Source: an optimization exercise on an open RTL-to-GDS flow (aim: small area, a short achievable clock period and few clock cycles per item). Production flows keep margins and buffers that such runs may drop.

==> v21: inputs <==
Design xt1_mod_codec, start of the top module:
module xt1_mod_codec (
  input  wire        clk,
  input  wire        rst,         
  input  wire        in_valid,
  output wire        in_ready,
  input  wire        in_mode,     
  input  wire [32:0] in_data,
  output reg         out_valid,
  output reg  [32:0] out_data,    
  output reg         out_erase    
);
==> flow/config.mk <==
export PLATFORM = sky130hd
export DESIGN_NAME = xt1_mod_codec
export DESIGN_NICKNAME = xt1_mod_codec
export VERILOG_FILES = /design/flow/design.v
export SDC_FILE = /design/flow/constraint.sdc
export NUM_CORES = 4
export LEC_CHECK = 0
export ABC_AREA = 1
export CAP_MARGIN = 20
export CORE_MARGIN = 2
export CORE_UTILIZATION = 40
export CTS_BUF_LIST = sky130_fd_sc_hd__clkbuf_8 sky130_fd_sc_hd__clkbuf_16
export CTS_CLUSTER_DIAMETER = 80
export CTS_CLUSTER_SIZE = 30
export SLEW_MARGIN = 20
==> flow/constraint.sdc <==
create_clock -name core_clock -period 160.0 [get_ports {clk}]
set_input_delay 32.0000 -clock core_clock [delete_from_list [all_inputs] [get_ports {clk}]]
set_output_delay 32.0000 -clock core_clock [all_outputs]
set_load 0.01 [all_outputs]
standard.sh (not shown) runs the stock make flow with config.mk's settings and CLKGATE_MAP_FILE= SYNTH_SCRIPT=/design/flow/synth_recipe.tcl, a recipe that flattens the netlist after the stock synthesis.
==> flow/flow/run.sh <==
#!/bin/bash
# Layout flow: the standard flow, with two changes.
#  1. After the standard synthesis, polfix.py flips full-adder cells (a full
#     adder computes the complements of its outputs from the complements of
#     its inputs) and rebuilds half adders from an XOR and an AND-type gate
#     where that suits their neighbours, so that fewer inverters sit between
#     them. Registers, their names and cell types, the ports and every other
#     cell stay as synthesis made them.
#  2. The port buffers are sky130_fd_sc_hd__buf_2 instead of the default
#     delay buffer.
# Each tool's output goes to a log file of its own in this folder.
set -euo pipefail
R=orfs/results/${FLOW_PLATFORM}/xt1_mod_codec/base

bash standard.sh synth > 1_synth.log 2>&1

python3 flow/polfix.py $R/1_2_yosys.v $R/1_2_yosys_polfix.v > 1_polfix.log 2>&1
cp $R/1_2_yosys.v 1_2_yosys_standard.v
cp $R/1_2_yosys_polfix.v $R/1_2_yosys.v
rm -f $R/1_synth.odb $R/1_synth.sdc

export BUFFER_PORTS_ARGS="-buffer_cell sky130_fd_sc_hd__buf_2"
bash standard.sh finish > 2_layout.log 2>&1
Other scripts of this flow, unchanged in this note and not shown: flow/flow/polfix.py
==> v20: changes against v21 <==
==> flow/flow/run.sh (replaced) <==
#!/bin/bash
# Layout flow: the standard flow, with three changes.
#  1. After the standard synthesis, polfix.py flips full-adder cells (a full
#     adder computes the complements of its outputs from the complements of
#     its inputs) and rebuilds half adders from an XOR and an AND-type gate
#     where that suits their neighbours, so that fewer inverters sit between
#     them.
#  2. resyn.sh then maps the remaining glue logic again with Yosys/ABC (ORFS's
#     area script), keeping every full adder, half adder and flip-flop cell as
#     it is, so that ABC can fold inverters into the gates around them.
#     Registers, their names and cell types and the ports stay as synthesis
#     made them.
#  3. The port buffers are sky130_fd_sc_hd__buf_2 instead of the default
#     delay buffer.
# Each tool's output goes to a log file of its own in this folder.
set -euo pipefail
R=orfs/results/${FLOW_PLATFORM}/xt1_mod_codec/base
LIB=${FLOW_HOME}/platforms/${FLOW_PLATFORM}/lib/sky130_fd_sc_hd__tt_025C_1v80.lib

bash standard.sh synth > 1_synth.log 2>&1

python3 flow/polfix.py $R/1_2_yosys.v $R/1_2_yosys_polfix.v > 1_polfix.log 2>&1
bash flow/resyn.sh $R/1_2_yosys_polfix.v $R/1_2_yosys_resyn.v $LIB ${FLOW_HOME}/scripts/abc_area.script > 1_resyn.log 2>&1
cp $R/1_2_yosys.v 1_2_yosys_standard.v
cp $R/1_2_yosys_resyn.v $R/1_2_yosys.v
rm -f $R/1_synth.odb $R/1_synth.sdc

export BUFFER_PORTS_ARGS="-buffer_cell sky130_fd_sc_hd__buf_2"
bash standard.sh finish > 2_layout.log 2>&1
==> flow/flow/resyn.sh (new file) <==
#!/bin/bash
# resyn.sh in.v out.v lib abc_script
# Maps the glue logic of a netlist again with ABC, keeping every full adder,
# half adder and flip-flop cell (and its instance name) as it is.
set -euo pipefail
IN=$1; OUT=$2; LIB=$3; SCRIPT=$4
DU=""
for c in $(grep -o 'cell *( *"\?sky130_fd_sc_hd__\(lpflow\|probe\)[a-z0-9_]*' $LIB | sed 's/.*(\s*"\?//'); do DU="$DU -dont_use $c"; done
KEEP="sky130_fd_sc_hd__fa_1 sky130_fd_sc_hd__ha_1 sky130_fd_sc_hd__dfxtp_1 sky130_fd_sc_hd__dfxtp_2 sky130_fd_sc_hd__dfxtp_4 sky130_fd_sc_hd__conb_1"
cat > resyn_run.ys <<EOY
read_liberty -ignore_miss_func $LIB
read_verilog $IN
hierarchy -top xt1_mod_codec
setattr -mod -set keep_hierarchy 1 $KEEP
flatten
opt_clean -purge
stat
EOY
for k in $KEEP; do echo "delete $k" >> resyn_run.ys; done
cat >> resyn_run.ys <<EOY
read_liberty -lib $LIB
hierarchy -top xt1_mod_codec
opt -purge
abc -script $SCRIPT -liberty $LIB $DU ${ABC_D:-}
splitnets
opt_clean -purge
hilomap -singleton -hicell sky130_fd_sc_hd__conb_1 HI -locell sky130_fd_sc_hd__conb_1 LO
insbuf -buf sky130_fd_sc_hd__buf_4 A X
check -assert
tee -o resyn_stat.txt stat -liberty $LIB
write_verilog -noattr -nohex -nodec $OUT
EOY
Y=$(command -v yosys || echo ${FLOW_HOME:-/OpenROAD-flow-scripts/flow}/../tools/install/yosys/bin/yosys)
"$Y" resyn_run.ys
Settings changed: CTS_BUF_LIST sky130_fd_sc_hd__clkbuf_8 sky130_fd_sc_hd__clkbuf_16 to unset.
==> comparison table <==
Clock network area share: v20 3.737%; v21 4.120%
Iteration-0 DRC count of the detailed router: v20 466; v21 415
Worst setup slack before clock tree synthesis: v20 125.41 ns; v21 126.89 ns
Worst hold margin: v20 0.3201 ns; v21 0.3318 ns
Cell area after placement: v20 0.01809 sq mm; v21 0.01823 sq mm
Outcome: v20 timing/DRC/antenna clean; v21 timing/DRC/antenna clean
Detail-routed net length per standard cell: v20 15.58 microns; v21 15.83 microns
Post-synth net total: v20 2,075; v21 2,079
Area Growth Syn to Fin: v20 10.64%; v21 10.46%
Mean post-synth cell area: v20 10.38 sq um; v21 10.48 sq um
Final cell count without fillers: v20 2,284; v21 2,267
Function was not checked in any run of this note: the RTL went through the layout flow alone.

==> port drivers added, routing unchanged <==
The flow's constraints put no driver on any port. The routed layouts listed below were extracted and timed again, unchanged, in two steps. Step 1 assumes that a clkbuf_16 drives the clock port and a buf_2 every other input. Step 2 moves the port delays by t, midway between the first and last clock arrival at a register: inputs arrive t later, outputs are due t later. That takes back most of the time a late clock gives input paths. Three values: ideal ports, drivers, drivers and shift; two values: the first two.
run | shift t [ns] | setup slack, ns | hold slack, ns | latest minus earliest clock arrival (ns) | worst register clock-pin slew, ns
v21 | 0.577 | 126.987 / 126.938 / 127.009 | 0.332 / 0.332 / 0.332 | 0.018 / 0.017 | 0.09 / 0.09
v20 | 0.564 | 125.663 / 125.663 / 125.663 | 0.320 / 0.320 / 0.320 | 0.022 / 0.022 | 0.09 / 0.09
After both steps every run listed still meets setup and hold.
